From an optimization exercise on the open Yosys and OpenROAD flow, aimed at small area, a short achievable clock period and few clock cycles; shortcuts taken in it are not production practice.
Only simulation tests tie the RTL to the original design; equivalence was not proved.

## flow/design.v (module list and top-level ports; edited modules follow where they fit)
// module hive_fpu: 254 lines
// module hive_fpu_cadd: 30 lines
// module hive_fpu_lzc: 51 lines
// module hive_fpu_mul: 631 lines
module hive_fpu (
    input  wire        clk,
    input  wire        rst,
    input  wire        in_valid,
    output wire        in_ready,
    input  wire [4:0]  in_op,
    input  wire [31:0] in_a,
    input  wire [31:0] in_b,
    input  wire [31:0] in_c,
    output reg         out_valid,
    output reg  [31:0] out_result
);
  // ...
==> flow/run.sh <==
#!/bin/bash
# synth_recipe.tcl (not shown) runs the flow's synth.tcl, then flattens the netlist and writes it again
# the make line also repeats each setting of config.mk as NAME=value (left out here)
make -C /OpenROAD-flow-scripts/flow DESIGN_CONFIG=/design/flow/config.mk WORK_HOME=/design/flow/orfs CLKGATE_MAP_FILE= SYNTH_SCRIPT=/design/flow/synth_recipe.tcl finish
==> flow/config.mk <==
export PLATFORM = sky130hd
export DESIGN_NAME = hive_fpu
export DESIGN_NICKNAME = hive_fpu
export VERILOG_FILES = /design/flow/design.v
export SDC_FILE = /design/flow/constraint.sdc
export NUM_CORES = 4
export LEC_CHECK = 0
export ABC_CLOCK_PERIOD_IN_PS = 4500
export CAP_MARGIN = 20
export CORE_MARGIN = 2
export CORE_UTILIZATION = 55
export PLACE_DENSITY = 0.7
export SETUP_SLACK_MARGIN = 0
export SLEW_MARGIN = 60
==> flow/constraint.sdc <==
create_clock -name core_clock -period 22.0 [get_ports {clk}]
set_input_delay 4.4000 -clock core_clock [delete_from_list [all_inputs] [get_ports {clk}]]
set_output_delay 4.4000 -clock core_clock [all_outputs]
set_load 0.01 [all_outputs]
==> flow_summary.ini, run 1 <==
[status]
outcome = timing/DRC/antenna clean

[clocking]
clk_latency_ns = 0.66
cts_buffers = 47
cts_htree_levels = 2
clk_pin_slew_ns = 0.06

[cells_and_area]
seq_cells = 432
clock_buffers = 59
fillCellCount = 8309
multi_input_area_um2 = 39500
regMostFlops = cal2

[floorplan]
die_area_um2 = 94800
dieWidth_um = 308

[logic_synthesis]
yosys_warnings = 2
syn_area_um2 = 50800
synth-compound-area-share_pct = 24.1
avgSynthCellArea_um2 = 7.87
yosys.area_share.simple_pct = 19.0

[drt]
drc_errors = 0
drt-initial-drc-count = 6510
wl_met2_um = 85800
ant_nets = 0

[timing]
finalWorstSetupSlack_ns = 13.20
fin_crit_ns = 8.80

[placed_design]
port_buffers = 136
place_area_um2 = 53300

[global_route]
grt_pass1_vias = 47200
antenna_found_initial = 6
Testbench counts, summed over its fixed seeds: cycles 28,016.
==> module hive_fpu, before the edit <==
module hive_fpu (
    input  wire        clk,
    input  wire        rst,
    input  wire        in_valid,
    output wire        in_ready,
    input  wire [4:0]  in_op,
    input  wire [31:0] in_a,
    input  wire [31:0] in_b,
    input  wire [31:0] in_c,
    output reg         out_valid,
    output reg  [31:0] out_result
);
    localparam [31:0] CANON_NAN = 32'h7FC0_0000;
    localparam [4:0] OP_FADD = 5'h00, OP_FSUB = 5'h01, OP_FMUL = 5'h02,
                     OP_FMIN = 5'h05, OP_FMAX = 5'h06, OP_FABS = 5'h07,
                     OP_FNEG = 5'h08, OP_FCSGN = 5'h09, OP_FEQ = 5'h0A,
                     OP_FLT = 5'h0B, OP_FLE = 5'h0C, OP_FTOI = 5'h0D,
                     OP_ITOF = 5'h0E, OP_UTOF = 5'h0F, OP_FMA = 5'h10,
                     OP_FMS = 5'h11;
    assign in_ready = 1'b1;
    reg [31:0] fb_in, fc_in;
    always @(*) begin
        fb_in = in_b;
        fc_in = in_c;
        case (in_op)
            OP_FADD: begin fb_in = 32'h3F80_0000; fc_in = in_b; end
            OP_FSUB: begin fb_in = 32'h3F80_0000; fc_in = {~in_b[31], in_b[30:0]}; end
            OP_FMUL: begin fc_in = 32'h8000_0000; end
            OP_FMS:  begin fc_in = {~in_c[31], in_c[30:0]}; end
            default: ;
        endcase
    end
    wire [25:0] bx = {1'b1, fb_in[22:0], 1'b0};
    reg  [11:0] bneg_in, bone_in, btwo_in;
    integer q;
    always @(*) begin
        for (q = 0; q < 12; q = q + 1) begin
            bneg_in[q] = bx[2*q+2] & ~(bx[2*q+1] & bx[2*q]);
            bone_in[q] = bx[2*q+1] ^ bx[2*q];
            btwo_in[q] = (bx[2*q+2] & ~bx[2*q+1] & ~bx[2*q]) | (~bx[2*q+2] & bx[2*q+1] & bx[2*q]);
        end
    end
    reg        v1;
    reg [4:0]  op1;
    reg [31:0] a1, b1, c1;
    reg [11:0] bneg1, bone1, btwo1;
    always @(posedge clk) begin
        if (rst) v1 <= 1'b0;
        else     v1 <= in_valid;
        op1   <= in_op;
        a1    <= in_a;
        b1    <= fb_in;
        c1    <= fc_in;
        bneg1 <= bneg_in;
        bone1 <= bone_in;
        btwo1 <= btwo_in;
    end
    wire       sa = a1[31], sb = b1[31], sc = c1[31];
    wire       sp = sa ^ sb;
    wire [7:0] ea = a1[30:23], eb = b1[30:23], ec = c1[30:23];
    wire       za = (ea == 8'd0), zb = (eb == 8'd0), zc = (ec == 8'd0);
    wire       fza = (a1[22:0] == 23'd0), fzb = (b1[22:0] == 23'd0), fzc = (c1[22:0] == 23'd0);
    wire       xa = (ea == 8'hFF), xb = (eb == 8'hFF), xc = (ec == 8'hFF);
    wire       na = xa & ~fza, nb = xb & ~fzb, nc = xc & ~fzc;
    wire       ia = xa & fza,  ib = xb & fzb,  ic = xc & fzc;
    wire [23:0] ma = {1'b1, a1[22:0]};
    wire [23:0] mb = {1'b1, b1[22:0]};
    wire [47:0] prod;
    hive_fpu_mul u_mul (.ma(ma), .bneg(bneg1), .bone(bone1), .btwo(btwo1), .prod(prod));
    wire signed [10:0] sh_raw = $signed({3'd0, ea}) + $signed({3'd0, eb})
                              - $signed({3'd0, ec}) - 11'sd100;
    wire        p_sticky = sh_raw[10] & ~zc;
    wire [6:0]  sh = sh_raw[10] ? 7'd0 : (|sh_raw[9:7]) ? 7'd127 : sh_raw[6:0];
    wire [23:0] mc = zc ? 24'd0 : {1'b1, c1[22:0]};
    wire [75:0] c_sh = {mc, 52'd0} >> sh;
    wire [6:0]  sh_lo = sh - 7'd52;
    wire        c_stk = (sh > 7'd52) & |(mc & ~(24'hFF_FFFF << sh_lo));
    wire signed [10:0] e_top = p_sticky ? $signed({3'd0, ec})
                                        : ($signed({3'd0, ea}) + $signed({3'd0, eb}) - 11'sd100);
    reg        spec;
    reg [31:0] spec_res;
    always @(*) begin
        spec = 1'b1;
        if (na || nb || nc)
            spec_res = CANON_NAN;
        else if ((ia && zb) || (ib && za))
            spec_res = CANON_NAN;
        else if (ia || ib)
            spec_res = (ic && (sc != sp)) ? CANON_NAN : {sp, 8'hFF, 23'd0};
        else if (ic)
            spec_res = {sc, 8'hFF, 23'd0};
        else if (za || zb)
            spec_res = zc ? {sp & sc, 31'd0} : c1;
        else begin
            spec = 1'b0;
            spec_res = 32'd0;
        end
    end
    function automatic [31:0] order_key(input [31:0] x);
        order_key = x[31] ? ~x : (x | 32'h8000_0000);
    endfunction
    wire [31:0] a_fl = za ? {sa, 31'd0} : a1;
    wire [31:0] b_fl = zb ? {sb, 31'd0} : b1;
    wire        a_below_b = order_key(a_fl) < order_key(b_fl);
    wire        both_zero = za & zb;
    wire        cmp_eq = !na && !nb && ((a1 == b1) || both_zero);
    wire        cmp_lt = !na && !nb && a_below_b && !both_zero;
    reg [31:0] minmax_res;
    always @(*) begin
        if (na && nb)
            minmax_res = CANON_NAN;
        else if (na)
            minmax_res = b_fl;
        else if (nb)
            minmax_res = a_fl;
        else if (op1 == OP_FMIN)
            minmax_res = a_below_b ? a_fl : b_fl;
        else
            minmax_res = a_below_b ? b_fl : a_fl;
    end
    reg [31:0] ftoi_res;
    reg [54:0] ti_shift;
    reg [31:0] ti_mag;
    always @(*) begin
        ti_shift = {31'd0, 1'b1, a1[22:0]} << (ea - 8'd127);
        ti_mag   = ti_shift[54:23];
        if (na)
            ftoi_res = 32'd0;
        else if (ea < 8'd127)
            ftoi_res = 32'd0;
        else if (ea >= 8'd158)
            ftoi_res = sa ? 32'h8000_0000 : 32'h7FFF_FFFF;
        else
            ftoi_res = sa ? (~ti_mag + 32'd1) : ti_mag;
    end
    wire        if_neg = (op1 == OP_ITOF) && a1[31];
    wire [31:0] if_mag = if_neg ? (~a1 + 32'd1) : a1;
    reg [4:0] if_lead;
    integer j;
    always @(*) begin
        if_lead = 5'd0;
        for (j = 0; j < 32; j = j + 1)
            if (if_mag[j]) if_lead = j[4:0];
    end
    wire [31:0] if_norm  = if_mag << (5'd31 - if_lead);
    wire        if_up    = if_norm[7] & ((|if_norm[6:0]) | if_norm[8]);
    wire [24:0] if_m     = {1'b0, if_norm[31:8]} + {24'd0, if_up};
    wire [7:0]  if_e     = 8'd127 + {3'd0, if_lead} + {7'd0, if_m[24]};
    wire [22:0] if_f     = if_m[24] ? if_m[23:1] : if_m[22:0];
    wire [31:0] itof_res = (if_mag == 32'd0) ? 32'd0 : {if_neg, if_e, if_f};
    reg        is_fma;
    reg [31:0] misc_res;
    always @(*) begin
        is_fma = 1'b0;
        case (op1)
            OP_FADD, OP_FSUB, OP_FMUL, OP_FMA, OP_FMS: begin is_fma = 1'b1; misc_res = spec_res; end
            OP_FMIN, OP_FMAX: misc_res = minmax_res;
            OP_FABS:  misc_res = {1'b0, a1[30:0]};
            OP_FNEG:  misc_res = {~a1[31], a1[30:0]};
            OP_FCSGN: misc_res = {b1[31], a1[30:0]};
            OP_FEQ:   misc_res = {31'd0, cmp_eq};
            OP_FLT:   misc_res = {31'd0, cmp_lt};
            OP_FLE:   misc_res = {31'd0, cmp_lt | cmp_eq};
            OP_FTOI:  misc_res = ftoi_res;
            OP_ITOF, OP_UTOF: misc_res = itof_res;
            default:  misc_res = 32'd0;
        endcase
    end
    wire        esub = sp ^ sc;
    wire [76:0] c_al = {1'b0, c_sh[75:1], c_sh[0] | c_stk} ^ {77{esub}};
    reg        v2;
    reg        misc2;
    reg [31:0] mres2;
    reg [47:0] prod2;
    reg [76:0] cal2;
    reg        psticky2, esub2, sp2, sc2;
    reg signed [10:0] etop2;
    always @(posedge clk) begin
        if (rst) v2 <= 1'b0;
        else     v2 <= v1;
        misc2    <= ~is_fma | spec;
        mres2    <= misc_res;
        prod2    <= prod;
        cal2     <= c_al;
        psticky2 <= p_sticky;
        esub2    <= esub;
        sp2      <= sp;
        sc2      <= sc;
        etop2    <= e_top;
    end
    wire [75:0] p_al = psticky2 ? 76'd1 : {26'd0, prod2, 2'd0};
    wire [76:0] s0, s1;
    hive_fpu_cadd #(.W(77)) u_add (.a({1'b0, p_al}), .b(cal2), .s0(s0), .s1(s1));
    wire        neg  = esub2 & s0[76];
    wire [75:0] mag  = esub2 ? (neg ? ~s0[75:0] : s1[75:0]) : s0[75:0];
    wire        r_sign = neg ? sc2 : sp2;
    wire [6:0] lz;
    hive_fpu_lzc u_lzc (.x(mag), .n(lz));
    wire [75:0] n6 = lz[6] ? {mag[11:0], 64'd0} : mag;
    wire [75:0] n5 = lz[5] ? {n6[43:0], 32'd0} : n6;
    wire        k5 = |n5[19:0];
    wire [39:0] n4 = lz[4] ? n5[59:20] : n5[75:36];
    wire        k4 = |n5[35:20] & ~lz[4];
    wire signed [10:0] e_n = etop2 - $signed({4'd0, lz});
    reg        v3, misc3, sign3, stk3;
    reg [31:0] mres3;
    reg [39:0] n4_3;
    reg [3:0]  lz3;
    reg signed [10:0] e3;
    always @(posedge clk) begin
        if (rst) v3 <= 1'b0;
        else     v3 <= v2;
        misc3  <= misc2;
        mres3  <= mres2;
        sign3  <= r_sign;
        n4_3   <= n4;
        lz3    <= lz[3:0];
        stk3   <= k5 | k4;
        e3     <= e_n;
    end
    wire [31:0] n3 = lz3[3] ? n4_3[31:0] : n4_3[39:8];
    wire        k3 = |n4_3[7:0] & ~lz3[3];
    wire [27:0] n2 = lz3[2] ? n3[27:0] : n3[31:4];
    wire        k2 = |n3[3:0] & ~lz3[2];
    wire [25:0] n1 = lz3[1] ? n2[25:0] : n2[27:2];
    wire        k1 = |n2[1:0] & ~lz3[1];
    wire [24:0] n0 = lz3[0] ? n1[24:0] : n1[25:1];
    wire        k0 = n1[0] & ~lz3[0];
    wire        stk = stk3 | k3 | k2 | k1 | k0;
    wire        rnd_up = n0[0] & (stk | n0[1]);
    wire [24:0] m_rnd  = {1'b0, n0[24:1]} + {24'd0, rnd_up};
    wire        carry  = m_rnd[24];
    wire        zero   = ~n0[24];
    wire signed [10:0] e_rnd = e3 + $signed({10'd0, carry});
    wire [22:0] f_rnd  = carry ? m_rnd[23:1] : m_rnd[22:0];
    reg [31:0] result;
    always @(*) begin
        if (misc3)
            result = mres3;
        else if (zero)
            result = 32'd0;
        else if (e_rnd >= 11'sd255)
            result = {sign3, 8'hFF, 23'd0};
        else if (e_rnd <= 11'sd0)
            result = {sign3, 31'd0};
        else
            result = {sign3, e_rnd[7:0], f_rnd};
    end
    always @(posedge clk) begin
        if (rst) out_valid <= 1'b0;
        else     out_valid <= v3;
        out_result <= result;
    end
endmodule
==> module hive_fpu_cadd, before the edit <==
module hive_fpu_cadd #(parameter integer W = 77) (
    input  wire [W-1:0] a,
    input  wire [W-1:0] b,
    output wire [W-1:0] s0,
    output wire [W-1:0] s1
);
    localparam integer LV = 7;
    wire [W-1:0] g [0:LV];
    wire [W-1:0] p [0:LV];
    assign g[0] = a & b;
    assign p[0] = a ^ b;
    genvar l, i;
    generate
        for (l = 0; l < LV; l = l + 1) begin : lvl
            for (i = 0; i < W; i = i + 1) begin : bt
                if (i >= (1 << l)) begin : comb
                    assign g[l+1][i] = g[l][i] | (p[l][i] & g[l][i - (1 << l)]);
                    assign p[l+1][i] = p[l][i] & p[l][i - (1 << l)];
                end else begin : pass
                    assign g[l+1][i] = g[l][i];
                    assign p[l+1][i] = p[l][i];
                end
            end
        end
    endgenerate
    wire [W-1:0] c0 = {g[LV][W-2:0], 1'b0};
    wire [W-1:0] c1 = {g[LV][W-2:0] | p[LV][W-2:0], 1'b1};
    assign s0 = p[0] ^ c0;
    assign s1 = p[0] ^ c1;
endmodule
==> run 2: changes to the inputs <==
--- a/flow/design.v
+++ b/flow/design.v
@@ -13,36 +13,37 @@
     localparam [31:0] CANON_NAN = 32'h7FC0_0000;
     localparam [4:0] OP_FADD = 5'h00, OP_FSUB = 5'h01, OP_FMUL = 5'h02,
                      OP_FMIN = 5'h05, OP_FMAX = 5'h06, OP_FABS = 5'h07,
                      OP_FNEG = 5'h08, OP_FCSGN = 5'h09, OP_FEQ = 5'h0A,
                      OP_FLT = 5'h0B, OP_FLE = 5'h0C, OP_FTOI = 5'h0D,
                      OP_ITOF = 5'h0E, OP_UTOF = 5'h0F, OP_FMA = 5'h10,
                      OP_FMS = 5'h11;
     assign in_ready = 1'b1;
+    wire in_addsub = (in_op == OP_FADD) || (in_op == OP_FSUB);
     reg [31:0] fb_in, fc_in;
     always @(*) begin
-        fb_in = in_b;
-        fc_in = in_c;
+        fb_in = in_addsub ? 32'h3F80_0000 : in_b;
         case (in_op)
-            OP_FADD: begin fb_in = 32'h3F80_0000; fc_in = in_b; end
-            OP_FSUB: begin fb_in = 32'h3F80_0000; fc_in = {~in_b[31], in_b[30:0]}; end
-            OP_FMUL: begin fc_in = 32'h8000_0000; end
-            OP_FMS:  begin fc_in = {~in_c[31], in_c[30:0]}; end
-            default: ;
+            OP_FADD: fc_in = in_b;
+            OP_FSUB: fc_in = {~in_b[31], in_b[30:0]};
+            OP_FMUL: fc_in = 32'h8000_0000;
+            OP_FMS:  fc_in = {~in_c[31], in_c[30:0]};
+            default: fc_in = in_c;
         endcase
     end
-    wire [25:0] bx = {1'b1, fb_in[22:0], 1'b0};
+    wire [24:0] bx = {1'b1, in_b[22:0], 1'b0};
     reg  [11:0] bneg_in, bone_in, btwo_in;
     integer q;
     always @(*) begin
         for (q = 0; q < 12; q = q + 1) begin
-            bneg_in[q] = bx[2*q+2] & ~(bx[2*q+1] & bx[2*q]);
-            bone_in[q] = bx[2*q+1] ^ bx[2*q];
-            btwo_in[q] = (bx[2*q+2] & ~bx[2*q+1] & ~bx[2*q]) | (~bx[2*q+2] & bx[2*q+1] & bx[2*q]);
+            bneg_in[q] = in_addsub ? (q == 11) : bx[2*q+2] & ~(bx[2*q+1] & bx[2*q]);
+            bone_in[q] = ~in_addsub & (bx[2*q+1] ^ bx[2*q]);
+            btwo_in[q] = in_addsub ? (q == 11) : (bx[2*q+2] & ~bx[2*q+1] & ~bx[2*q]) |
+                                                 (~bx[2*q+2] & bx[2*q+1] & bx[2*q]);
         end
     end
     reg        v1;
     reg [4:0]  op1;
     reg [31:0] a1, b1, c1;
     reg [11:0] bneg1, bone1, btwo1;
     always @(posedge clk) begin
         if (rst) v1 <= 1'b0;
@@ -58,30 +59,52 @@
     wire       sa = a1[31], sb = b1[31], sc = c1[31];
     wire       sp = sa ^ sb;
     wire [7:0] ea = a1[30:23], eb = b1[30:23], ec = c1[30:23];
     wire       za = (ea == 8'd0), zb = (eb == 8'd0), zc = (ec == 8'd0);
     wire       fza = (a1[22:0] == 23'd0), fzb = (b1[22:0] == 23'd0), fzc = (c1[22:0] == 23'd0);
     wire       xa = (ea == 8'hFF), xb = (eb == 8'hFF), xc = (ec == 8'hFF);
     wire       na = xa & ~fza, nb = xb & ~fzb, nc = xc & ~fzc;
     wire       ia = xa & fza,  ib = xb & fzb,  ic = xc & fzc;
-    wire [23:0] ma = {1'b1, a1[22:0]};
-    wire [23:0] mb = {1'b1, b1[22:0]};
-    wire [47:0] prod;
-    hive_fpu_mul u_mul (.ma(ma), .bneg(bneg1), .bone(bone1), .btwo(btwo1), .prod(prod));
+    wire is_fma  = (op1 == OP_FADD) || (op1 == OP_FSUB) || (op1 == OP_FMUL) ||
+                   (op1 == OP_FMA) || (op1 == OP_FMS);
+    wire is_itof = (op1 == OP_ITOF) || (op1 == OP_UTOF);
+    wire is_ftoi = (op1 == OP_FTOI);
+    wire [74:0] ra, rb;
+    hive_fpu_mul u_mul (.ma({~is_itof, a1[22:0] & {23{~is_itof}}}),
+                        .bneg(bneg1), .bone(bone1), .btwo(btwo1), .ra(ra), .rb(rb));
     wire signed [10:0] sh_raw = $signed({3'd0, ea}) + $signed({3'd0, eb})
                               - $signed({3'd0, ec}) - 11'sd100;
-    wire        p_sticky = sh_raw[10] & ~zc;
-    wire [6:0]  sh = sh_raw[10] ? 7'd0 : (|sh_raw[9:7]) ? 7'd127 : sh_raw[6:0];
-    wire [23:0] mc = zc ? 24'd0 : {1'b1, c1[22:0]};
-    wire [75:0] c_sh = {mc, 52'd0} >> sh;
-    wire [6:0]  sh_lo = sh - 7'd52;
-    wire        c_stk = (sh > 7'd52) & |(mc & ~(24'hFF_FFFF << sh_lo));
-    wire signed [10:0] e_top = p_sticky ? $signed({3'd0, ec})
-                                        : ($signed({3'd0, ea}) + $signed({3'd0, eb}) - 11'sd100);
+    wire        sh_neg = sh_raw[10];
+    wire        sh_big = ~sh_raw[10] & (|sh_raw[9:7]);
+    wire        if_neg = (op1 == OP_ITOF) && a1[31];
+    wire [31:0] if_mag = if_neg ? (~a1 + 32'd1) : a1;
+    wire [23:0] mc   = zc ? 24'd0 : {1'b1, c1[22:0]};
+    wire [75:0] c_win = {mc, 52'd0};
+    wire [75:0] c_shr = c_win >> sh_raw[6:0];
+    wire [75:0] c_sh  = is_itof ? {if_mag, 44'd0} :
+                        sh_neg  ? c_win : (sh_big ? 76'd0 : c_shr);
+    reg [6:0] c_tz;
+    integer t;
+    always @(*) begin
+        c_tz = 7'd75;
+        for (t = 22; t >= 0; t = t - 1)
+            if (c1[t]) c_tz = 7'd52 + t[6:0];
+        if (zc) c_tz = 7'd127;
+    end
+    wire        c_stk = ~is_itof & ~sh_neg & (sh_big ? ~zc : (sh_raw[6:0] > c_tz));
+    wire        esub = (sp ^ sc) & ~is_itof;
+    wire [76:0] c_al = {1'b0, c_sh[75:1], c_sh[0] | c_stk} ^ {77{esub}};
+    wire [76:0] pa = {ra, 2'b00};
+    wire [76:0] pb = {rb, 2'b00};
+    wire [76:0] cs_s = pa ^ pb ^ c_al;
+    wire [76:0] cs_c = {(pa[75:0] & pb[75:0]) | (pa[75:0] & c_al[75:0]) | (pb[75:0] & c_al[75:0]), 1'b0};
+    wire signed [10:0] e_top = is_itof          ? 11'sd158 :
+                               (sh_neg & ~zc)   ? $signed({3'd0, ec}) :
+                               ($signed({3'd0, ea}) + $signed({3'd0, eb}) - 11'sd100);
     reg        spec;
     reg [31:0] spec_res;
     always @(*) begin
         spec = 1'b1;
         if (na || nb || nc)
             spec_res = CANON_NAN;
         else if ((ia && zb) || (ib && za))
             spec_res = CANON_NAN;
@@ -113,156 +136,141 @@
             minmax_res = b_fl;
         else if (nb)
             minmax_res = a_fl;
         else if (op1 == OP_FMIN)
             minmax_res = a_below_b ? a_fl : b_fl;
         else
             minmax_res = a_below_b ? b_fl : a_fl;
     end
-    reg [31:0] ftoi_res;
-    reg [54:0] ti_shift;
-    reg [31:0] ti_mag;
+    wire [4:0]  ti_amt   = ea[4:0] + 5'd1;       
+    wire [54:0] ti_shift = {31'd0, 1'b1, a1[22:0]} << ti_amt;
+    reg  [31:0] ftoi_mag;
+    reg         ftoi_neg;
     always @(*) begin
-        ti_shift = {31'd0, 1'b1, a1[22:0]} << (ea - 8'd127);
-        ti_mag   = ti_shift[54:23];
-        if (na)
-            ftoi_res = 32'd0;
-        else if (ea < 8'd127)
-            ftoi_res = 32'd0;
+        ftoi_neg = 1'b0;
+        if (na || ea < 8'd127)
+            ftoi_mag = 32'd0;
         else if (ea >= 8'd158)
-            ftoi_res = sa ? 32'h8000_0000 : 32'h7FFF_FFFF;
-        else
-            ftoi_res = sa ? (~ti_mag + 32'd1) : ti_mag;
+            ftoi_mag = sa ? 32'h8000_0000 : 32'h7FFF_FFFF;
+        else begin
+            ftoi_mag = ti_shift[54:23];
+            ftoi_neg = sa;
+        end
     end
-    wire        if_neg = (op1 == OP_ITOF) && a1[31];
-    wire [31:0] if_mag = if_neg ? (~a1 + 32'd1) : a1;
-    reg [4:0] if_lead;
-    integer j;
-    always @(*) begin
-        if_lead = 5'd0;
-        for (j = 0; j < 32; j = j + 1)
-            if (if_mag[j]) if_lead = j[4:0];
-    end
-    wire [31:0] if_norm  = if_mag << (5'd31 - if_lead);
-    wire        if_up    = if_norm[7] & ((|if_norm[6:0]) | if_norm[8]);
-    wire [24:0] if_m     = {1'b0, if_norm[31:8]} + {24'd0, if_up};
-    wire [7:0]  if_e     = 8'd127 + {3'd0, if_lead} + {7'd0, if_m[24]};
-    wire [22:0] if_f     = if_m[24] ? if_m[23:1] : if_m[22:0];
-    wire [31:0] itof_res = (if_mag == 32'd0) ? 32'd0 : {if_neg, if_e, if_f};
-    reg        is_fma;
     reg [31:0] misc_res;
     always @(*) begin
-        is_fma = 1'b0;
         case (op1)
-            OP_FADD, OP_FSUB, OP_FMUL, OP_FMA, OP_FMS: begin is_fma = 1'b1; misc_res = spec_res; end
             OP_FMIN, OP_FMAX: misc_res = minmax_res;
             OP_FABS:  misc_res = {1'b0, a1[30:0]};
             OP_FNEG:  misc_res = {~a1[31], a1[30:0]};
             OP_FCSGN: misc_res = {b1[31], a1[30:0]};
             OP_FEQ:   misc_res = {31'd0, cmp_eq};
             OP_FLT:   misc_res = {31'd0, cmp_lt};
             OP_FLE:   misc_res = {31'd0, cmp_lt | cmp_eq};
-            OP_FTOI:  misc_res = ftoi_res;
-            OP_ITOF, OP_UTOF: misc_res = itof_res;
-            default:  misc_res = 32'd0;
+            OP_FTOI:  misc_res = ftoi_mag;
+            OP_ITOF, OP_UTOF: misc_res = 32'd0;
+            default:  misc_res = spec_res;
         endcase
     end
-    wire        esub = sp ^ sc;
-    wire [76:0] c_al = {1'b0, c_sh[75:1], c_sh[0] | c_stk} ^ {77{esub}};
-    reg        v2;
-    reg        misc2;
+    reg        v2, fp2, mneg2, esub2, sp2, sc2;
     reg [31:0] mres2;
-    reg [47:0] prod2;
-    reg [76:0] cal2;
-    reg        psticky2, esub2, sp2, sc2;
+    reg [76:0] css2, csc2;
     reg signed [10:0] etop2;
     always @(posedge clk) begin
         if (rst) v2 <= 1'b0;
         else     v2 <= v1;
-        misc2    <= ~is_fma | spec;
-        mres2    <= misc_res;
-        prod2    <= prod;
-        cal2     <= c_al;
-        psticky2 <= p_sticky;
-        esub2    <= esub;
-        sp2      <= sp;
-        sc2      <= sc;
-        etop2    <= e_top;
+        fp2   <= (is_fma & ~spec) | (is_itof & (|a1));
+        mneg2 <= is_ftoi & ftoi_neg;
+        mres2 <= misc_res;
+        css2  <= cs_s;
+        csc2  <= cs_c;
+        esub2 <= esub;
+        sp2   <= is_itof ? if_neg : sp;
+        sc2   <= sc;
+        etop2 <= e_top;
     end
-    wire [75:0] p_al = psticky2 ? 76'd1 : {26'd0, prod2, 2'd0};
     wire [76:0] s0, s1;
-    hive_fpu_cadd #(.W(77)) u_add (.a({1'b0, p_al}), .b(cal2), .s0(s0), .s1(s1));
+    hive_fpu_cadd u_add (.a(css2), .b(csc2), .s0(s0), .s1(s1));
     wire        neg  = esub2 & s0[76];
     wire [75:0] mag  = esub2 ? (neg ? ~s0[75:0] : s1[75:0]) : s0[75:0];
     wire        r_sign = neg ? sc2 : sp2;
-    wire [6:0] lz;
-    hive_fpu_lzc u_lzc (.x(mag), .n(lz));
+    wire [6:0] lz_p, lz_n;
+    hive_fpu_lzc u_lzp (.x(s0[75:0]), .n(lz_p));
+    hive_fpu_lzc u_lzn (.x(~s0[75:0]), .n(lz_n));
+    wire [6:0] lz = neg ? lz_n : lz_p;
+    wire       exact0 = neg & (&s0[75:0]);
     wire [75:0] n6 = lz[6] ? {mag[11:0], 64'd0} : mag;
     wire [75:0] n5 = lz[5] ? {n6[43:0], 32'd0} : n6;
     wire        k5 = |n5[19:0];
     wire [39:0] n4 = lz[4] ? n5[59:20] : n5[75:36];
     wire        k4 = |n5[35:20] & ~lz[4];
-    wire signed [10:0] e_n = etop2 - $signed({4'd0, lz});
-    reg        v3, misc3, sign3, stk3;
+    reg        v3, fp3, sign3, stk3, zero3;
     reg [31:0] mres3;
     reg [39:0] n4_3;
-    reg [3:0]  lz3;
-    reg signed [10:0] e3;
+    reg [6:0]  lz3;
+    reg signed [10:0] etop3;
     always @(posedge clk) begin
         if (rst) v3 <= 1'b0;
         else     v3 <= v2;
-        misc3  <= misc2;
-        mres3  <= mres2;
-        sign3  <= r_sign;
-        n4_3   <= n4;
-        lz3    <= lz[3:0];
-        stk3   <= k5 | k4;
-        e3     <= e_n;
+        fp3   <= fp2;
+        mres3 <= mneg2 ? (~mres2 + 32'd1) : mres2;
+        sign3 <= r_sign;
+        n4_3  <= n4;
+        lz3   <= lz;
+        stk3  <= k5 | k4;
+        zero3 <= exact0;
+        etop3 <= etop2;
     end
     wire [31:0] n3 = lz3[3] ? n4_3[31:0] : n4_3[39:8];
     wire        k3 = |n4_3[7:0] & ~lz3[3];
     wire [27:0] n2 = lz3[2] ? n3[27:0] : n3[31:4];
     wire        k2 = |n3[3:0] & ~lz3[2];
     wire [25:0] n1 = lz3[1] ? n2[25:0] : n2[27:2];
     wire        k1 = |n2[1:0] & ~lz3[1];
     wire [24:0] n0 = lz3[0] ? n1[24:0] : n1[25:1];
     wire        k0 = n1[0] & ~lz3[0];
     wire        stk = stk3 | k3 | k2 | k1 | k0;
+    wire signed [10:0] e_n = etop3 - $signed({4'd0, lz3});
+    wire        pow2   = ~n0[24] & ~zero3;
     wire        rnd_up = n0[0] & (stk | n0[1]);
-    wire [24:0] m_rnd  = {1'b0, n0[24:1]} + {24'd0, rnd_up};
-    wire        carry  = m_rnd[24];
-    wire        zero   = ~n0[24];
-    wire signed [10:0] e_rnd = e3 + $signed({10'd0, carry});
-    wire [22:0] f_rnd  = carry ? m_rnd[23:1] : m_rnd[22:0];
+    wire [23:0] m_inc  = n0[24:1] + 24'd1;
+    wire        all1   = &n0[24:1];
+    wire        carry  = (rnd_up & all1) | pow2;
+    wire        zero   = zero3;
+    wire [22:0] f_rnd  = rnd_up ? m_inc[22:0] : n0[23:1];
+    wire        e_ovf  = (e_n >= 11'sd255) || (carry && e_n == 11'sd254);
+    wire        e_unf  = (e_n < 11'sd0) || (!carry && e_n == 11'sd0);
+    wire [7:0]  e_rnd  = e_n[7:0] + {7'd0, carry};
     reg [31:0] result;
     always @(*) begin
-        if (misc3)
+        if (!fp3)
             result = mres3;
         else if (zero)
             result = 32'd0;
-        else if (e_rnd >= 11'sd255)
+        else if (e_ovf)
             result = {sign3, 8'hFF, 23'd0};
-        else if (e_rnd <= 11'sd0)
+        else if (e_unf)
             result = {sign3, 31'd0};
         else
-            result = {sign3, e_rnd[7:0], f_rnd};
+            result = {sign3, e_rnd, f_rnd};
     end
     always @(posedge clk) begin
         if (rst) out_valid <= 1'b0;
         else     out_valid <= v3;
         out_result <= result;
     end
 endmodule
-module hive_fpu_cadd #(parameter integer W = 77) (
-    input  wire [W-1:0] a,
-    input  wire [W-1:0] b,
-    output wire [W-1:0] s0,
-    output wire [W-1:0] s1
+module hive_fpu_cadd (
+    input  wire [76:0] a,
+    input  wire [76:0] b,
+    output wire [76:0] s0,
+    output wire [76:0] s1
 );
+    localparam integer W = 77;
     localparam integer LV = 7;
     wire [W-1:0] g [0:LV];
     wire [W-1:0] p [0:LV];
     assign g[0] = a & b;
     assign p[0] = a ^ b;
     genvar l, i;
     generate
         for (l = 0; l < LV; l = l + 1) begin : lvl
@@ -333,17 +341,18 @@
     endgenerate
     assign n = v5[1] ? {1'b0, c5[11:6]} : {1'b1, c5[5:0]};
 endmodule
 module hive_fpu_mul (
     input  wire [23:0] ma,
     input  wire [11:0] bneg,
     input  wire [11:0] bone,
     input  wire [11:0] btwo,
-    output wire [47:0] prod
+    output wire [74:0] ra,
+    output wire [74:0] rb
 );
     wire [24:0] ma1 = {1'b0, ma};
     wire [24:0] ma2 = {ma, 1'b0};
     wire [24:0] pp0 = (({25{bone[0]}} & ma1) | ({25{btwo[0]}} & ma2)) ^ {25{bneg[0]}};
     wire [24:0] pp1 = (({25{bone[1]}} & ma1) | ({25{btwo[1]}} & ma2)) ^ {25{bneg[1]}};
     wire [24:0] pp2 = (({25{bone[2]}} & ma1) | ({25{btwo[2]}} & ma2)) ^ {25{bneg[2]}};
     wire [24:0] pp3 = (({25{bone[3]}} & ma1) | ({25{btwo[3]}} & ma2)) ^ {25{bneg[3]}};
     wire [24:0] pp4 = (({25{bone[4]}} & ma1) | ({25{btwo[4]}} & ma2)) ^ {25{bneg[4]}};
@@ -941,26 +950,11 @@
     wire t585 = t494 ^ t495 ^ ma[20];
     wire t586 = (t494 & t495) | (t494 & ma[20]) | (t495 & ma[20]);
     wire t587 = t496 ^ t497 ^ ma[21];
     wire t588 = (t496 & t497) | (t496 & ma[21]) | (t497 & ma[21]);
     wire t589 = t498 ^ t499 ^ ma[22];
     wire t590 = (t498 & t499) | (t498 & ma[22]) | (t499 & ma[22]);
     wire t591 = t500 ^ ~bneg[11] ^ ma[23];
     wire t592 = (t500 & ~bneg[11]) | (t500 & ma[23]) | (~bneg[11] & ma[23]);
-    wire [47:0] ra = {t590, t588, t586, t584, t582, t580, t578, t576, t574, t572, t570, t568, t566, t564, t562, t560, t558, t556, t554, t552, t550, t548, t546, t544, t542, t540, t538, t536, t534, t532, t530, t528, t526, t524, t522, t520, t518, t516, t514, t512, t510, t508, t506, t504, t502, t501, pp0[1], pp0[0]};
-    wire [47:0] rb = {t591, t589, t587, t585, t583, t581, t579, t577, t575, t573, t571, t569, t567, t565, t563, t561, t559, t557, t555, t553, t551, t549, t547, t545, t543, t541, t539, t537, t535, t533, t531, t529, t527, t525, t523, t521, t519, t517, t515, t513, t511, t509, t507, t505, t503, bneg[1], 1'b0, bneg[0]};
-    wire [47:0] g0 = ra & rb;
-    wire [47:0] p0 = ra ^ rb;
-    wire [47:0] g1 = g0 | (p0 & {g0[46:0], 1'd0});
-    wire [47:0] p1 = p0 & {p0[46:0], {1{1'b1}}};
-    wire [47:0] g2 = g1 | (p1 & {g1[45:0], 2'd0});
-    wire [47:0] p2 = p1 & {p1[45:0], {2{1'b1}}};
-    wire [47:0] g3 = g2 | (p2 & {g2[43:0], 4'd0});
-    wire [47:0] p3 = p2 & {p2[43:0], {4{1'b1}}};
-    wire [47:0] g4 = g3 | (p3 & {g3[39:0], 8'd0});
-    wire [47:0] p4 = p3 & {p3[39:0], {8{1'b1}}};
-    wire [47:0] g5 = g4 | (p4 & {g4[31:0], 16'd0});
-    wire [47:0] p5 = p4 & {p4[31:0], {16{1'b1}}};
-    wire [47:0] g6 = g5 | (p5 & {g5[15:0], 32'd0});
-    wire [47:0] p6 = p5 & {p5[15:0], {32{1'b1}}};
-    assign prod = p0 ^ {g6[46:0], 1'b0};
+    assign ra = {1'b1, 1'b1, 1'b1, 1'b1, 1'b1, 1'b1, 1'b1, 1'b1, 1'b1, 1'b1, 1'b1, 1'b1, 1'b1, 1'b1, 1'b1, 1'b1, 1'b1, 1'b1, 1'b1, 1'b1, 1'b1, 1'b1, 1'b1, 1'b1, 1'b1, 1'b1, t592, t590, t588, t586, t584, t582, t580, t578, t576, t574, t572, t570, t568, t566, t564, t562, t560, t558, t556, t554, t552, t550, t548, t546, t544, t542, t540, t538, t536, t534, t532, t530, t528, t526, t524, t522, t520, t518, t516, t514, t512, t510, t508, t506, t504, t502, t501, pp0[1], pp0[0]};
+    assign rb = {1'b0, 1'b0, 1'b0, 1'b0, 1'b0, 1'b0, 1'b0, 1'b0, 1'b0, 1'b0, 1'b0, 1'b0, 1'b0, 1'b0, 1'b0, 1'b0, 1'b0, 1'b0, 1'b0, 1'b0, 1'b0, 1'b0, 1'b0, 1'b0, 1'b0, 1'b0, 1'b1, t591, t589, t587, t585, t583, t581, t579, t577, t575, t573, t571, t569, t567, t565, t563, t561, t559, t557, t555, t553, t551, t549, t547, t545, t543, t541, t539, t537, t535, t533, t531, t529, t527, t525, t523, t521, t519, t517, t515, t513, t511, t509, t507, t505, t503, bneg[1], 1'b0, bneg[0]};
 endmodule
==> run 2 against run 1 <==
  * Area after synthesis down 2.9%
  * Routed wire length up 13%
  * Clock-buffer cell count up 6
  * Hold slack worse by 0.0038 ns
  * Critical path depth down 14
  * First-iteration DRC count up 11%
==> flow_summary.ini, run 2 <==
[timing]
fin_crit_ns = 6.18
rsz0062_at_grt = no
finalWorstSetupSlack_ns = 15.82
worst_pin_slew_ns = 0.684
tns_ns = 0
fmax_ghz = 0.162
drv_slew = 0
hold_violations = 0
setup_viol = 0
slew_headroom_pct = 54.4
skew_ns = 0.0608
fin_crit_sh_pct = 28.1

[logic_synthesis]
yosys.area.top_type = dfxtp_1
yosysMostFrequentCell = nand2_1
synth_edf_count = 0
synth_common_cells = 553 x nand2_1, 511 x xnor2_1, 474 x inv_1
yosys_warnings = 2
ys_ff_latch = 463
syn_inst = 6083
ys_seq_area_share_pct = 18.8
async_flop_share_pct = 0
synth_top_area_share_pct = 18.8
avgSynthCellArea_um2 = 8.10
synthTopCellsByArea = dfxtp_1 19%, fa_1 12%, xnor2_1 9.1%, ha_1 5.2%, a22oi_1 4.6%
syn_area_um2 = 49300
syn_nets = 6687
synth_cell_types = 133
ys.flop_type = dfxtp_1

[clocking]
cts_htree_levels = 2
cts_sinks = 463
clk_latency_ns = 0.69
cts_buffers = 50
hold_buffers = 0
clk_pin_slew_ns = 0.06
cts_tree = done
postCtsSetupBuffers = 0
clockRootBuffer = clkbuf_16
clk_path_buf_depth = 3
cts_resized = 0

[setup_path]
crit_required_ns = 22.52
crit_fanout = 47
slowest_delay_ns = 0.66
worst_path_dominant_cell_family = adder cells
cp-start-kind = flip-flop
critPathKind = flip-flop to flip-flop
arrival_ns = 6.70
cp-end-kind = flip-flop
worst_path_most_repeated_cell = fa_1
cp_slowest_cell = fa_1
crit_chain = nand2b_1 > or2_4 > buf_6 > buf_12 > and2_1 > buf_4 > a22oi_1 > xor2_1 > fa_1 > fa_1 > fa_1 > fa_1 > fa_1 > inv_1 > fa_1
crit_buf_inv = 4

[floorplan]
die_h_um = 303
initial_core_util_pct = 55.6
core_area_um2 = 88600
rows = 109
die_area_um2 = 92000
dieWidth_um = 303
ios = 138

[cells_and_area]
drive_above_1_share_pct = 10.5
areaGrowthSynthToFinish_pct = 10.1
mostFrequentLayoutCell = nand2_1
fin_nets = 6558
reg.largest.list = css2: 77 flops, csc2: 74 flops, n4_3: 40 flops
regMostFlops = css2
final_cell_mix = 553 x nand2_1, 482 x xnor2_1, 472 x inv_1, 435 x dfxtp_1, 385 x nor2_1
final_cells = 7160
largest_register_ffs = 77

[global_route]
grt_pass1_vias = 47600
grt_util_met2_pct = 70.2
grt_usage_pct = 48.7
gr-usage-met3_pct = 17.5
grt_first_pass_wirelength_um = 326000
grt_overflow = 0
grt.busiest_layer = met2
grtUsageMet1_pct = 58.5
grt_max_degree = 61
antenna_found_initial = 10

[min_path]
hold_class = flip-flop to flip-flop

[placed_design]
gp_congestion = 1.09
port_buffers = 136
place_inst = 7059
hpwl_um = 173000
dp_slack_ns = 15.73

[flow_run]
max_cap_viol_count = 0

[drt]
drt_first_pass_iters = 10
via_per_inst = 6.90
wirelength_um = 227000
drc_errors = 0
vias = 49400
ant_nets = 0
drt-initial-drc-count = 7201
wl_per_cell_um = 31.7

[status]
outcome = timing/DRC/antenna clean
[run 2: final timing paths]
kind	startpoint	end	slack (ns)	depth (start not counted)
max	op1[4]	css2[34]	15.82	15
min	etop2[4]	etop3[4]	0.32	0
max reg2reg	op1[4]	css2[34]	15.82	15
min reg2reg	etop2[4]	etop3[4]	0.32	0
[run 2: logic make-up (layout without fill, tap and decap cells)]
logic type	count (synthesis)	in the layout	synth area share (%)
AO/OA/AOI/OAI	1614	1614	22.4
other	1	3	0.00761
adder cells (fa/ha/maj)	500	500	17.2
flip-flops	463	463	18.8
XOR/XNOR	705	705	12.6
buffers and inverters	953	863	7.68
multiplexers	194	194	5.05
AND/OR/NAND/NOR	1653	1653	16.3
[run 2: stage by stage]
stage / util [%] / cell area, um^2 / hold slack [ns]
6_report: 61.2 / 54300 / 0.324
5_1_grt: 61.2 / 54300 / 0.326
4_1_cts: 60.9 / 54000 / 0.322
3_5_place_dp: 58.8 / 52200 / 0.312
3_3_place_gp: 57.8 / 51300 / 0.311
2_1_floorplan: - / 49300 / 0.310
[run 2: layout make-up]
class	count	area (um^2)
multi-input combinational	4667	37400
fill	7890	34400
sequential	463	9310
timing repair buffer	286	2520
inverter	486	1840
tap	1165	1460
clock buffer	65	1420
clock inverter	26	387
antenna	2	5.00
[run 2: routing by layer]
metal / part of all wire, % / vias to the layer above
li1: - / 21000
met1: 36 / 23400
met2: 41 / 3850
met3: 13 / 1131
met4: 10 / 16
met5: 0.081 / -
Testbench counts of run 2, summed over its fixed seeds: cycles 28,016.
==> run 3: changes to the inputs <==
--- a/flow/design.v
+++ b/flow/design.v
@@ -19,10 +19,13 @@
                      OP_FMS = 5'h11;
     assign in_ready = 1'b1;
     wire in_addsub = (in_op == OP_FADD) || (in_op == OP_FSUB);
-    reg [31:0] fb_in, fc_in;
+    wire in_ftoi   = (in_op == OP_FTOI);
+    reg [31:0] fa_in, fb_in, fc_in;
     always @(*) begin
-        fb_in = in_addsub ? 32'h3F80_0000 : in_b;
+        fa_in = in_ftoi ? 32'h4080_0000 : in_a;
+        fb_in = in_addsub ? 32'h3F80_0000 : in_ftoi ? 32'h4080_0000 : in_b;
         case (in_op)
+            OP_FTOI: fc_in = in_a;
             OP_FADD: fc_in = in_b;
             OP_FSUB: fc_in = {~in_b[31], in_b[30:0]};
             OP_FMUL: fc_in = 32'h8000_0000;
@@ -41,7 +44,7 @@
                                                  (~bx[2*q+2] & bx[2*q+1] & bx[2*q]);
         end
     end
-    reg        v1;
+    reg        v1, itof1;
     reg [4:0]  op1;
     reg [31:0] a1, b1, c1;
     reg [11:0] bneg1, bone1, btwo1;
@@ -49,7 +52,8 @@
         if (rst) v1 <= 1'b0;
         else     v1 <= in_valid;
         op1   <= in_op;
-        a1    <= in_a;
+        itof1 <= (in_op == OP_ITOF) || (in_op == OP_UTOF);
+        a1    <= fa_in;
         b1    <= fb_in;
         c1    <= fc_in;
         bneg1 <= bneg_in;
@@ -66,22 +70,20 @@
     wire       ia = xa & fza,  ib = xb & fzb,  ic = xc & fzc;
     wire is_fma  = (op1 == OP_FADD) || (op1 == OP_FSUB) || (op1 == OP_FMUL) ||
                    (op1 == OP_FMA) || (op1 == OP_FMS);
-    wire is_itof = (op1 == OP_ITOF) || (op1 == OP_UTOF);
     wire is_ftoi = (op1 == OP_FTOI);
     wire [74:0] ra, rb;
-    hive_fpu_mul u_mul (.ma({~is_itof, a1[22:0] & {23{~is_itof}}}),
+    hive_fpu_mul u_mul (.ma({~itof1, a1[22:0] & {23{~itof1}}}),
                         .bneg(bneg1), .bone(bone1), .btwo(btwo1), .ra(ra), .rb(rb));
     wire signed [10:0] sh_raw = $signed({3'd0, ea}) + $signed({3'd0, eb})
                               - $signed({3'd0, ec}) - 11'sd100;
     wire        sh_neg = sh_raw[10];
     wire        sh_big = ~sh_raw[10] & (|sh_raw[9:7]);
-    wire        if_neg = (op1 == OP_ITOF) && a1[31];
-    wire [31:0] if_mag = if_neg ? (~a1 + 32'd1) : a1;
     wire [23:0] mc   = zc ? 24'd0 : {1'b1, c1[22:0]};
     wire [75:0] c_win = {mc, 52'd0};
     wire [75:0] c_shr = c_win >> sh_raw[6:0];
-    wire [75:0] c_sh  = is_itof ? {if_mag, 44'd0} :
-                        sh_neg  ? c_win : (sh_big ? 76'd0 : c_shr);
+    wire [75:0] c_sh  = itof1  ? {a1, 44'd0} :
+                        sh_neg ? c_win : (sh_big ? 76'd0 : c_shr);
+    wire        c_top = itof1 & (op1 == OP_ITOF) & a1[31];
     reg [6:0] c_tz;
     integer t;
     always @(*) begin
@@ -90,14 +92,14 @@
             if (c1[t]) c_tz = 7'd52 + t[6:0];
         if (zc) c_tz = 7'd127;
     end
-    wire        c_stk = ~is_itof & ~sh_neg & (sh_big ? ~zc : (sh_raw[6:0] > c_tz));
-    wire        esub = (sp ^ sc) & ~is_itof;
-    wire [76:0] c_al = {1'b0, c_sh[75:1], c_sh[0] | c_stk} ^ {77{esub}};
+    wire        c_stk = ~itof1 & ~sh_neg & (sh_big ? ~zc : (sh_raw[6:0] > c_tz));
+    wire        esub = (sp ^ sc) | itof1;
+    wire [76:0] c_al = {c_top, c_sh[75:1], c_sh[0] | c_stk} ^ {77{esub}};
     wire [76:0] pa = {ra, 2'b00};
     wire [76:0] pb = {rb, 2'b00};
     wire [76:0] cs_s = pa ^ pb ^ c_al;
     wire [76:0] cs_c = {(pa[75:0] & pb[75:0]) | (pa[75:0] & c_al[75:0]) | (pb[75:0] & c_al[75:0]), 1'b0};
-    wire signed [10:0] e_top = is_itof          ? 11'sd158 :
+    wire signed [10:0] e_top = itof1            ? 11'sd158 :
                                (sh_neg & ~zc)   ? $signed({3'd0, ec}) :
                                ($signed({3'd0, ea}) + $signed({3'd0, eb}) - 11'sd100);
     reg        spec;
@@ -141,19 +143,17 @@
         else
             minmax_res = a_below_b ? b_fl : a_fl;
     end
-    wire [4:0]  ti_amt   = ea[4:0] + 5'd1;       
-    wire [54:0] ti_shift = {31'd0, 1'b1, a1[22:0]} << ti_amt;
     reg  [31:0] ftoi_mag;
     reg         ftoi_neg;
     always @(*) begin
         ftoi_neg = 1'b0;
-        if (na || ea < 8'd127)
+        if (nc || ec < 8'd127)
             ftoi_mag = 32'd0;
-        else if (ea >= 8'd158)
-            ftoi_mag = sa ? 32'h8000_0000 : 32'h7FFF_FFFF;
+        else if (ec >= 8'd158)
+            ftoi_mag = sc ? 32'h8000_0000 : 32'h7FFF_FFFF;
         else begin
-            ftoi_mag = ti_shift[54:23];
-            ftoi_neg = sa;
+            ftoi_mag = c_sh[75:44];
+            ftoi_neg = sc;
         end
     end
     reg [31:0] misc_res;
@@ -178,14 +178,14 @@
     always @(posedge clk) begin
         if (rst) v2 <= 1'b0;
         else     v2 <= v1;
-        fp2   <= (is_fma & ~spec) | (is_itof & (|a1));
+        fp2   <= (is_fma & ~spec) | itof1;
         mneg2 <= is_ftoi & ftoi_neg;
         mres2 <= misc_res;
         css2  <= cs_s;
         csc2  <= cs_c;
         esub2 <= esub;
-        sp2   <= is_itof ? if_neg : sp;
-        sc2   <= sc;
+        sp2   <= sp | itof1;
+        sc2   <= sc & ~itof1;
         etop2 <= e_top;
     end
     wire [76:0] s0, s1;
==> run 3 against run 2 <==
  * Still clean
  * Clock skew fell by 0.031 ns
  * Maximum frequency shrank 1.6%
  * Die area decreased by 4.3%
  * Critical path type unchanged
  * Critical endpoint is now n4_3[38]
==> flow_summary.ini, run 3 <==
[timing]
fmax_ghz = 0.159
rsz0062_at_grt = no
skew_ns = 0.0300
holdWs_ns = 0.327
hold_violations = 0
fin_crit_ns = 6.28
fin_crit_sh_pct = 28.5
finalWorstSetupSlack_ns = 15.72
worst_pin_slew_ns = 0.755
drv_slew = 0
setup_viol = 0
tns_ns = 0
slew_headroom_pct = 49.3

[clocking]
cts_tree = done
clk_latency_ns = 0.65
postCtsSetupBuffers = 0
hold_buffers = 0
cts_resized = 0
clk_path_buf_depth = 3
clockRootBuffer = clkbuf_16
cts_sinks = 465
cts_buffers = 50
clk_pin_slew_ns = 0.06
cts_htree_levels = 2

[cells_and_area]
mostFrequentLayoutCell = nand2_1
largest_register_ffs = 77
fin_nets = 6313
final_cell_mix = 500 x nand2_1, 453 x inv_1, 446 x dfxtp_1, 434 x xnor2_1, 376 x a21oi_1
areaGrowthSynthToFinish_pct = 10.5
final_cells = 6903
drive_above_1_share_pct = 9.66
regMostFlops = css2
reg.largest.list = css2: 77 flops, csc2: 74 flops, n4_3: 40 flops

[global_route]
antenna_found_initial = 6
grt_usage_pct = 46.2
grt_first_pass_wirelength_um = 303000
grt_overflow = 0
grt_pass1_vias = 44200
grt_max_degree = 63

[logic_synthesis]
avgSynthCellArea_um2 = 8.11
synth-compound-area-share_pct = 22.6
synth_cell_types = 117
synth_common_cells = 501 x nand2_1, 465 x dfxtp_1, 459 x xnor2_1
ys.flop_type = dfxtp_1
synth-adder-area-share_pct = 17.9
yosys_warnings = 2
synth_top_area_share_pct = 19.7
synth.area.mux_share_pct = 3.62
yosys.area_share.simple_pct = 16.2
syn_nets = 6411
synth_edf_count = 0
yosys.area.top_type = dfxtp_1
synth_top_family_by_area = compound AO/OA/AOI/OAI gates
synthTopCellsByArea = dfxtp_1 20%, fa_1 13%, xnor2_1 8.5%, ha_1 5.3%, a22oi_1 4.7%
ys_seq_area_share_pct = 19.7
syn_area_um2 = 47100
yosysMostFrequentCell = nand2_1
syn_inst = 5812
synth_xor_area_share_pct = 12.6
async_flop_share_pct = 0
ys_ff_latch = 465

[floorplan]
die_area_um2 = 88100
die_h_um = 297
dieWidth_um = 297
initial_core_util_pct = 55.4
core_area_um2 = 85000
rows = 107
ios = 138

[placed_design]
hpwl_um = 162000
dp_slack_ns = 15.55
gp_congestion = 1.10
port_buffers = 136
place_inst = 6802

[setup_path]
timing.rr.start = css2[31]
crit_required_ns = 22.51
cp-end-kind = flip-flop
rr_worst_depth = 14
reg2reg_slack_ns = 15.72
crit_chain = ha_1 > nand4_1 > or4_4 > or2_1 > o22a_1 > nand2b_1 > xor2_1 > nor4_2 > or4bb_1 > nor2_4 > o32a_4 > clkinv_2 > a22o_1 > a221o_1
slowest_delay_ns = 0.62
crit_fanout = 36
cp-start-kind = flip-flop
cp_slowest_cell = or4_4
r2r-end = n4_3[38]
arrival_ns = 6.79
critPathKind = flip-flop to flip-flop

[min_path]
hold_end = etop3[9]
min-delay-start = etop2[9]
holdPathStages = 0
hold_class = flip-flop to flip-flop

[drt]
vias = 46500
wirelength_um = 209000
drc_errors = 0
drt_first_pass_iters = 10
ant_nets = 0
wl_per_cell_um = 30.2
via_per_inst = 6.74
drt-initial-drc-count = 6415

[status]
outcome = timing/DRC/antenna clean

[flow_run]
max_cap_viol_count = 0
-- run 3: changes by cell type after synthesis, moves of 24 or more --
cell / before / now
a21oi_1: 321 / 389
mux2i_1: 133 / 71
o22ai_1: 81 / 23
nand2_1: 553 / 501
xnor2_1: 511 / 459
o21ai_0: 273 / 322
and2_1: 96 / 57
nand3_1: 119 / 88
nor2b_1: 46 / 75
o211ai_1: 78 / 51
and3_1: 22 / 48
a22o_1: 36 / 12
xor2_1: 192 / 216
-- run 3: per-layer routing --
layer | vias up | part of all wire (%) | global-route usage (%)
met3 | 807 | 11 | 9.93
met4 | 4 | 10 | 37.8
li1 | 20100 | - | -
met1 | 22200 | 37 | 57.6
met2 | 3414 | 42 | 68.7
met5 | - | 0.015 | 0
-- run 3: critical path, delay by kind of cell (launching register included) --
kind / cells / cell delay, ns
adder cells (fa/ha/maj): 1 / 0.59
XOR/XNOR: 1 / 0.25
AND/OR/NAND/NOR: 7 / 3.03
flip-flops: 1 / 0.31
buffers and inverters: 1 / 0.49
AO/OA/AOI/OAI: 4 / 1.44
-- run 3: cell type report --
class                           instances  area, um^2
Tap cell                             1144        1430
Timing Repair Buffer                  274        2470
Multi-Input combinational cell       4455       35200
Sequential cell                       465        9350
Clock inverter                         29         455
Clock buffer                           63        1370
Antenna cell                            5        12.5
Inverter                              468        1770
Fill cell                            7803       32900
-- run 3: cell families (layout without fill, tap and decap cells) --
kind of cell	after synthesis	count (layout)
simple gates	1564	1564
flops	465	465
buf+inv	892	834
compound gates	1589	1589
fa+ha+maj	495	495
xor+xnor	676	676
other cells	1	6
mux	130	130
-- run 3: through the flow --
step / util, % / instance area (um^2)
2_1_floorplan: - / 47100
3_3_place_gp: 57.9 / 49200
3_5_place_dp: 58.7 / 49900
4_1_cts: 60.9 / 51800
5_1_grt: 61.2 / 52100
6_report: 61.2 / 52100
-- run 3: worst max path at each step --
stage / startpoint / to / depth (start not counted)
floorplan: in_op[2] / c1[16] / 6
global placement: in_op[2] / c1[5] / 7
detailed placement: in_op[2] / c1[0] / 7
CTS: a1[24] / css2[5] / 20
global route: css2[31] / n4_3[38] / 14
finish: css2[31] / n4_3[38] / 14
Testbench counts of run 3, summed over its fixed seeds: cycles 28,016.
==> run 4: changes to the inputs <==
--- a/flow/config.mk
+++ b/flow/config.mk
@@ -8,7 +8,7 @@
 export ABC_CLOCK_PERIOD_IN_PS = 4500
 export CAP_MARGIN = 20
 export CORE_MARGIN = 2
-export CORE_UTILIZATION = 55
-export PLACE_DENSITY = 0.7
+export CORE_UTILIZATION = 60
+export PLACE_DENSITY = 0.75
 export SETUP_SLACK_MARGIN = 0
-export SLEW_MARGIN = 60
+export SLEW_MARGIN = 40
==> run 4 against run 3 <==
  * Final area down 2.2%
  * Highest routed layer unchanged
  * Critical endpoint is now css2[9]
==> flow_summary.ini, run 4 <==
[status]
outcome = timing/DRC/antenna clean

[floorplan]
die_h_um = 284
rows = 102
initial_core_util_pct = 60.7
dieWidth_um = 284
die_area_um2 = 80800
core_area_um2 = 77600
ios = 138

[drt]
wl_per_cell_um = 30.5
vias = 47200
drt-initial-drc-count = 7390
wirelength_um = 207000
via_per_inst = 6.96
drt_first_pass_iters = 8
ant_nets = 0
drc_errors = 0

[min_path]
min-delay-start = etop2[8]
hold_class = flip-flop to flip-flop

[global_route]
antenna_found_initial = 10
grt_first_pass_wirelength_um = 300000
grt_max_degree = 66
grt_usage_pct = 49.8
grt_overflow = 0
grt_pass1_vias = 45200

[clocking]
cts_sinks = 465
clk_path_buf_depth = 3
cts_tree = done
clockRootBuffer = clkbuf_16
cts_htree_levels = 2
clk_latency_ns = 0.65
hold_buffers = 0
clk_pin_slew_ns = 0.06
cts_buffers = 50
cts_resized = 0
postCtsSetupBuffers = 0

[logic_synthesis]
synthTopCellsByArea = dfxtp_1 20%, fa_1 13%, xnor2_1 8.5%, ha_1 5.3%, a22oi_1 4.7%
synth-adder-area-share_pct = 17.9
synth_cell_types = 117
synth.area.mux_share_pct = 3.62
ys_seq_area_share_pct = 19.7
async_flop_share_pct = 0
syn_area_um2 = 47100
syn_nets = 6411
avgSynthCellArea_um2 = 8.11
synth_xor_area_share_pct = 12.6
yosysMostFrequentCell = nand2_1
yosys_warnings = 2
yosys.area.top_type = dfxtp_1
synth-compound-area-share_pct = 22.6
synth_top_family_by_area = compound AO/OA/AOI/OAI gates
synth_common_cells = 501 x nand2_1, 465 x dfxtp_1, 459 x xnor2_1
ys_ff_latch = 465
ys.flop_type = dfxtp_1
syn_inst = 5812
synth_top_area_share_pct = 19.7
yosys.area_share.simple_pct = 16.2
synth_edf_count = 0

[cells_and_area]
regMostFlops = css2
mostFrequentLayoutCell = nand2_1
reg.largest.list = css2: 77 flops, csc2: 74 flops, n4_3: 40 flops
drive_above_1_share_pct = 7.34
fin_nets = 6294
final_cell_mix = 500 x nand2_1, 456 x xnor2_1, 455 x dfxtp_1, 454 x inv_1, 388 x a21oi_1
largest_register_ffs = 77
final_cell_area_um2 = 50900
final_cells = 6779
areaGrowthSynthToFinish_pct = 8.00

[setup_path]
timing.rr.start = a1[24]
worst_path_dominant_cell_family = simple AND/OR/NAND/NOR gates
crit_fanout = 18
crit_chain = ha_1 > a21o_1 > a21oi_1 > o21bai_1 > a21oi_1 > o21bai_1 > a21oi_1 > xor2_1 > ha_1 > inv_1 > ha_1 > or4b_2 > o21ai_0 > a22oi_1 > nor3_1 > nand2b_1 > nor2_1 > a22oi_1 > xnor2_1 > fa_1
cp-end-kind = flip-flop
cp_slowest_cell = or4b_2
arrival_ns = 7.10
crit_required_ns = 22.47
cp-start-kind = flip-flop
cp-startpoint = a1[24]
critPathKind = flip-flop to flip-flop
slowest_delay_ns = 0.66
crit_buf_inv = 1

[timing]
tns_ns = 0
fmax_ghz = 0.151
fin_crit_ns = 6.63
rsz0062_at_grt = no
worst_pin_slew_ns = 1.01
setup_viol = 0
skew_ns = 0.0359
finalWorstSetupSlack_ns = 15.37
hold_violations = 0
fin_crit_sh_pct = 30.1
drv_slew = 0
slew_headroom_pct = 32.5

[placed_design]
dp_slack_ns = 15.31
place_inst = 6683
place_area_um2 = 49100
port_buffers = 136
hpwl_um = 157000
gp_congestion = 1.14

[flow_run]
max_cap_viol_count = 0
==> run 4: cell counts after synthesis <==
No cell type changed its count.
==> run 4: kinds of logic after synthesis <==
kind of cell,after synthesis
other cells,1
flops,465
mux,130
compound gates,1589
buf+inv,892
xor+xnor,676
fa+ha+maj,495
simple gates,1564
==> run 4: path summary, 6_finish.rpt <==
kind	endpoint	slack [ns]	cells past startpoint
max	css2[9]	15.37	20
min	etop3[8]	0.33	0
max reg2reg	css2[9]	15.37	20
min reg2reg	etop3[8]	0.33	0
==> run 4: final cells by class <==
class                      count  area, um^2
timing repair buffer         255        2250
clock buffer                  68        1430
fill                        6767       26700
sequential                   465        9330
clock inverter                25         279
antenna                        3        7.51
inverter                     468        1760
tap                         1040        1300
multi-input combinational   4455       34600
==> run 4: per-layer routing <==
metal | vias up | share of wire (%) | GRT usage [%]
li1 | 20000 | - | -
met1 | 22200 | 35 | 59.6
met2 | 3834 | 41 | 72.9
met3 | 1045 | 13 | 15.1
met4 | 10 | 11 | 42.4
met5 | - | 0.032 | 0
==> run 4: worst reg2reg max path: stages (launching register included) <==
cell and delay, ns:
dfxtp_1 0.58, ha_1 0.33, a21o_1 0.18, a21oi_1 0.24, o21bai_1 0.10, a21oi_1 0.24, o21bai_1 0.12, a21oi_1 0.19
xor2_1 0.44, ha_1 0.33, inv_1 0.06, ha_1 0.25, or4b_2 0.66, o21ai_0 0.09, a22oi_1 0.27, nor3_1 0.30
nand2b_1 0.47, nor2_1 0.66, a22oi_1 0.21, xnor2_1 0.25, fa_1 0.52
==> run 4: metrics by stage <==
step | hold slack, ns | util (%)
3_3_place_gp | 0.313 | 63.2
4_1_cts | 0.329 | 65.5
2_1_floorplan | 0.310 | -
6_report | 0.327 | 65.6
3_5_place_dp | 0.315 | 63.3
5_1_grt | 0.338 | 65.6

## what the ideal ports hide
In the flow no input, the clock included, has a driving cell. The finished layouts below were timed again as built, in two steps.
Step 1, drivers: a clkbuf_16 drives clk and a buf_2 each remaining input, both assumed.
Step 2 times the ports against the registers' clock, not the clock port: input delays grow and output delays shrink by t, the midpoint of the rising clock arrivals with the driver on.
Three values: no drivers, after step 1, after step 2; two values: the first two.
run | t (ns) | slack for setup (ns) | worst hold slack (ns) | worst register clock-pin slew, ns | worst data-port slew with drivers (ns)
run 1 | 0.696 | 13.205 / 13.205 / 13.205 | 0.327 / 0.327 / 0.327 | 0.08 / 0.08 | 0.07
run 2 | 0.740 | 15.821 / 15.821 / 15.708 | 0.324 / 0.324 / 0.324 | 0.09 / 0.09 | 0.06
run 3 | 0.708 | 15.723 / 15.723 / 15.525 | 0.327 / 0.327 / 0.327 | 0.08 / 0.08 | 0.06
run 4 | 0.712 | 15.373 / 15.373 / 15.258 | 0.327 / 0.327 / 0.327 | 0.10 / 0.10 | 0.06
After both steps every run listed still meets setup and hold. The setup slack of run 3, which loses most, moves by 0.000 ns with the drivers and by -0.198 ns with both steps.
